This is an optimization exercise on Yosys and OpenROAD, whose aim is small area, a short achievable clock period and few clock cycles, not a production implementation.
Only simulation tests tie the RTL to the original design; equivalence was not proved.

$ cat design/flow/run.sh
#!/bin/bash
# synth_recipe.tcl (not shown) runs the flow's synth.tcl, then flattens the netlist and writes it again
# the make line also repeats each setting of config.mk as NAME=value (left out here)
make -C /OpenROAD-flow-scripts/flow DESIGN_CONFIG=/design/flow/config.mk WORK_HOME=/design/flow/orfs CLKGATE_MAP_FILE= SYNTH_SCRIPT=/design/flow/synth_recipe.tcl finish
$ cat design/flow/config.mk
export PLATFORM = sky130hd
export DESIGN_NAME = tbcrc_unit
export DESIGN_NICKNAME = tbcrc_unit
export VERILOG_FILES = /design/flow/design.v
export SDC_FILE = /design/flow/constraint.sdc
export NUM_CORES = 4
export LEC_CHECK = 0
export CAP_MARGIN = 20
export CORE_MARGIN = 2
export CORE_UTILIZATION = 40
export PLACE_DENSITY = 0.6
export SLEW_MARGIN = 20
$ cat design/flow/constraint.sdc
create_clock -name core_clock -period 44.0 [get_ports {clk}]
set_input_delay 8.8000 -clock core_clock [delete_from_list [all_inputs] [get_ports {clk}]]
set_output_delay 8.8000 -clock core_clock [all_outputs]
set_load 0.01 [all_outputs]
$ cat design/flow/design.v
module tbcrc_unit (
    input  wire        clk,
    input  wire        rst,
    input  wire        in_valid,
    output wire        in_ready,
    input  wire        in_first,
    input  wire        in_last,
    input  wire        in_combine,
    input  wire [1:0]  in_poly,
    input  wire [2:0]  in_nbytes,
    input  wire [63:0] in_data,
    output reg         out_valid,
    output reg  [23:0] out_crc
);
    localparam [1:0] P_CRC24A = 2'd0;
    localparam [1:0] P_CRC24B = 2'd1;
    localparam [1:0] P_CRC24C = 2'd2;
    localparam [1:0] P_CRC16  = 2'd3;
    localparam [1:0] S_IDLE = 2'd0;
    localparam [1:0] S_SQR  = 2'd1;
    localparam [1:0] S_FIN  = 2'd2;
    function [23:0] gen_low(input [1:0] sel);
        case (sel)
            P_CRC24A: gen_low = 24'h864CFB;
            P_CRC24B: gen_low = 24'h800063;
            P_CRC24C: gen_low = 24'hB2B117;
            default:  gen_low = 24'h001021;
        endcase
    endfunction
    function [23:0] deg_mask(input [1:0] sel);
        deg_mask = (sel == P_CRC16) ? 24'h00FFFF : 24'hFFFFFF;
    endfunction
    function [23:0] crc_bit(input [23:0] acc, input b, input [1:0] sel);
        reg fb;
        reg [23:0] r;
        begin
            fb = ((sel == P_CRC16) ? acc[15] : acc[23]) ^ b;
            r  = (acc << 1) & deg_mask(sel);
            if (fb)
                r = r ^ gen_low(sel);
            crc_bit = r;
        end
    endfunction
    function [23:0] mulmod(input [23:0] a, input [23:0] b, input [1:0] sel);
        reg [47:0] prod;
        reg [24:0] g;
        integer i;
        begin
            prod = 48'd0;
            for (i = 0; i < 24; i = i + 1)
                if (b[i])
                    prod = prod ^ ({24'd0, a} << i);
            g = {1'b1, gen_low(sel)};
            if (sel == P_CRC16) begin
                for (i = 46; i >= 16; i = i - 1)
                    if (prod[i])
                        prod = prod ^ ({31'd0, g[16:0]} << (i - 16));
            end else begin
                for (i = 46; i >= 24; i = i - 1)
                    if (prod[i])
                        prod = prod ^ ({23'd0, g} << (i - 24));
            end
            mulmod = prod[23:0] & deg_mask(sel);
        end
    endfunction
    reg  [1:0]  state;
    reg  [23:0] acc;
    reg  [1:0]  sel_r;
    reg  [23:0] pw;        
    reg  [23:0] len_r;     
    reg  [4:0]  cnt;
    reg  [23:0] rem_r;
    reg         last_r;
    wire        accept  = in_valid && in_ready;
    wire [1:0]  sel_in  = in_first ? in_poly : sel_r;
    wire [23:0] acc_in  = in_first ? 24'd0 : acc;
    assign in_ready = (state == S_IDLE);
    reg [23:0] data_crc;
    reg [6:0]  nbits;
    integer k;
    always @(*) begin
        nbits = (in_nbytes == 3'd0) ? 7'd64 : {1'b0, in_nbytes, 3'b000};
        data_crc = acc_in;
        for (k = 0; k < 64; k = k + 1)
            if (k < nbits)
                data_crc = crc_bit(data_crc, in_data[63 - k], sel_in);
    end
    wire [23:0] pw_sq   = mulmod(pw, pw, sel_r);
    wire [23:0] pw_next = len_r[23] ? crc_bit(pw_sq, 1'b0, sel_r) : pw_sq;
    wire [23:0] comb    = mulmod(acc, pw, sel_r) ^ rem_r;
    always @(posedge clk) begin
        if (rst) begin
            state     <= S_IDLE;
            out_valid <= 1'b0;
            out_crc   <= 24'd0;
            acc       <= 24'd0;
            sel_r     <= P_CRC24A;
            pw        <= 24'd1;
            len_r     <= 24'd0;
            cnt       <= 5'd0;
            rem_r     <= 24'd0;
            last_r    <= 1'b0;
        end else begin
            out_valid <= 1'b0;
            case (state)
                S_IDLE: begin
                    if (accept) begin
                        sel_r <= sel_in;
                        if (!in_combine) begin
                            acc <= data_crc;
                            if (in_last) begin
                                out_valid <= 1'b1;
                                out_crc   <= data_crc;
                            end
                        end else begin
                            acc    <= acc_in;
                            rem_r  <= in_data[23:0] & deg_mask(sel_in);
                            len_r  <= in_data[55:32];
                            last_r <= in_last;
                            pw     <= 24'd1;
                            cnt    <= 5'd24;
                            state  <= S_SQR;
                        end
                    end
                end
                S_SQR: begin
                    pw    <= pw_next;
                    len_r <= len_r << 1;
                    cnt   <= cnt - 5'd1;
                    if (cnt == 5'd1)
                        state <= S_FIN;
                end
                S_FIN: begin
                    acc   <= comb;
                    state <= S_IDLE;
                    if (last_r) begin
                        out_valid <= 1'b1;
                        out_crc   <= comb;
                    end
                end
                default: state <= S_IDLE;
            endcase
        end
    end
endmodule
==> notes.md <==
-- layout make-up --
type,instances,area share (%)
Clock buffer,20,0.753
Clock inverter,10,0.236
Timing Repair Buffer,509,6.55
Sequential cell,131,4.15
Tap cell,2016,3.97
Antenna cell,5,0.0197
Inverter,98,0.593
Multi-Input combinational cell,7856,83.7
-- routing by layer --
layer / vias up / routed length, um / share of wire (%) / track usage, %
met1: 30300 / 102000 / 42 / 40.6
met4: 6 / 12200 / 5.0 / 14.5
met2: 3397 / 109000 / 45 / 48.2
met5: - / 38 / 0.016 / 0
met3: 627 / 21100 / 8.6 / 3.28
li1: 29500 / - / - / -
-- timing repair --
item / CTS / global route
endpoints found under the setup margin: 1 / 48
resized for setup: 2 / 122
cloned: 0 / 0
setup buffers: 0 / 32
pin swaps: 0 / 38
-- tightest hold or removal path, stage by stage, from the launching register on --
cell and delay (ps):
dfxtp_1 310, nand2_1 50, a21oi_1 50
-- state kept, by name (all words and copies together), names as in the netlist --
signal     count
pw            24
out_valid      1
acc           24
rem_r         24
cnt            5
state          2
sel_r          2
len_r         24
last_r         1
out_crc       24
-- per-stage QoR --
step,std cells,TNS [ps]
floorplan,8799,0
finish,10600,0
global route,10600,-6080
global placement,10600,0
detailed placement,10600,-6760
CTS,10600,0
-- layout by cell type (no fill, tap or decap), drive strengths merged, types with 26 or more instances in the layout --
master	netlist	final
inv	93	93
a22oi	68	68
xnor3	28	28
a21oi	644	644
or3	68	68
and3	59	59
buf	164	411
o22ai	83	83
xnor2	1873	1873
nand2b	37	37
a31oi	93	93
clkdlybuf4s50	1	93
and2	103	103
dfxtp	131	131
o31ai	57	57
xor2	555	555
a21o	45	45
a221oi	26	26
nand4	30	30
o211ai	62	62
or4	26	26
a2111oi	30	30
nor2	962	962
nand2	1439	1439
a211oi	97	97
o21a	42	42
nor4	42	42
mux2i	105	105
a21boi	27	27
mux2	36	36
nand3	148	148
nor3	195	195
o21ai	433	433
a311oi	46	46
or2	28	28
-- kinds of logic (layout without fill, tap and decap cells) --
group,after synthesis,count (layout)
other cells,0,5
flops,131,131
fa+ha+maj,2,2
compound gates,2001,2001
mux,143,143
buf+inv,812,637
xor+xnor,2460,2460
simple gates,3250,3250
-- worst paths after layout --
path / to / cells past startpoint
setup / recovery: out_crc[23] / 128
hold / removal: last_r / 2
setup reg to reg: out_crc[23] / 128
hold reg to reg: last_r / 2
==> metrics.yaml <==
logic_synthesis:
  synth_top_cell_by_area: "xnor2_1"
  synth-xor-area-share_pct: 37.0
  yosysMostFrequentCell: "xnor2_1"
  synth_area_um2: 60200
  synth-simple-area-share_pct: 24.8
  synthAdderAreaFrac_pct: 0.0416
  synth_top_area_share_pct: 26.9
  ys_async_sr_fraction_pct: 0
  yosysSeqAreaShare_pct: 4.36
  synth_fp_nets: 8876
  synth_edf_count: 0
  synth_area_leaders: "xnor2_1 27%, nand2_1 8.9%, xor2_1 8.0%"
  synth_cell_types: 190
  yosys-top-cells-count: "1,852 x xnor2_1, 1,425 x nand2_1, 928 x nor2_1"
  synth_compound_area_share_pct: 22.6
  ys_ff_latch: 131
  synth_top_family_by_area: "XOR/XNOR gates"
  netlist_instances: 8799
  syn_area_per_cell_um2: 6.84
  ys.flop_type: "dfxtp_1"
  synthMuxAreaShare_pct: 2.65
  yosysWarnings: 1
timing:
  report.final.slew_viol_count: 0
  timing.fmax_mhz: 23.3
  worstMarginPinSlew_ps: 1150
  setup_slack_ps: 1030
  hold_ws_ps: 455
  period_share_pct: 97.7
  finalSetupViolations: 0
  hold_viol: 0
  finalCriticalPeriod_ps: 42970
  max_slew_margin_pct: 23.1
  fin_skew_ps: 8.89
clock_tree:
  cts_buffers: 17
  cts_buffer_depth: 2
  cts_tree: "done"
  cts_max_level: 4
  clk_latency_ps: 460
  root_buffer: "clkbuf_16"
  ctsHoldBuffers: 0
  clock_sinks: 131
  clk_pin_slew_ps: 60
floorplan:
  rows: 142
  die_area_um2: 154000
  boundaryPins: 101
  die_w_um: 392
  fp.dieH_um: 392
  core_um2: 150000
  start_util_pct: 40.2
global_routing:
  globalRouteTotalUtil_pct: 30.3
  antenna_found_initial: 11
  grt_max_degree: 126
  gr-total-overflow: 0
  grt_pass1_vias: 59100
  grt_pass1_wl_mm: 368
worst_setup_path:
  cp-start-kind: "input pin"
  crit_required_ps: 44390
  critPathBufInv: 5
  critPathKind: "in -> reg"
  crit_start: "in_data[63]"
  crit_fanout: 13
  slowest_stage: "or4_4"
  cp.arrival_ps: 43360
  reg2reg_from: "sel_r[0]"
  r2r_setup_slack_ps: 8250
  end_kind: "flip-flop"
  cpMostUsedCell: "or4_4"
  critPathMaxStageDelay_ps: 560
  path_delay_family: "compound AO/OA/AOI/OAI gates"
drt:
  drc: 0
  wl_per_cell_um: 22.9
  drt_iter0_drc: 7369
  num_vias: 63800
  vias_per_cell: 5.99
  firstDrtPassIters: 7
  postRouteAntennaNets: 0
  routed_wl_mm: 244
cells_and_area:
  fillerInstances: 15800
  utilization_pct: 42.4
  multi_input_area_um2: 53200
  fin_area_um2: 63500
  fin_nets: 8690
  areaGrowthSynthToFinish_pct: 5.50
  register_area_um2: 2640
  drive_gt1_share_pct: 12.4
placement:
  gp_congestion: 0.983
  io_buffers: 100
  hpwl_mm: 175
  pre_cts_slack_ps: -389
  dpl-instance-area_um2: 61900
run:
  cap_violations: 0
hold_path:
  hold_start: "last_r"
  hp-class: "reg -> reg"
status:
  status: "timing/DRC/antenna clean"
Testbench counts, summed over its fixed seeds: cycles 59,089.

separate check: timing with driven ports:
Ports are ideal in the flow. The routed layout listed here was re-timed in OpenROAD. Step 1 sets driving cells, clkbuf_16 on the clock port and buf_2 on the other inputs (assumed; they add their load-dependent delay and slew). Step 2 times the ports against the registers' clock, not the clock port: input delays grow and output delays shrink by t, the midpoint of the rising clock arrivals with the driver on. a / b / c = ideal / step 1 / step 2; a / b = the first two.
t (ns): 0.530
slack for setup (ns): 1.033 / 1.007 / 0.477
slew at the worst register clock pin (ns): 0.07 / 0.07
worst slew at a driven data input, ns: 0.15
After both steps setup and hold are still met in this run. The setup slack of this run moves by -0.026 ns with the drivers and by -0.556 ns with both steps.
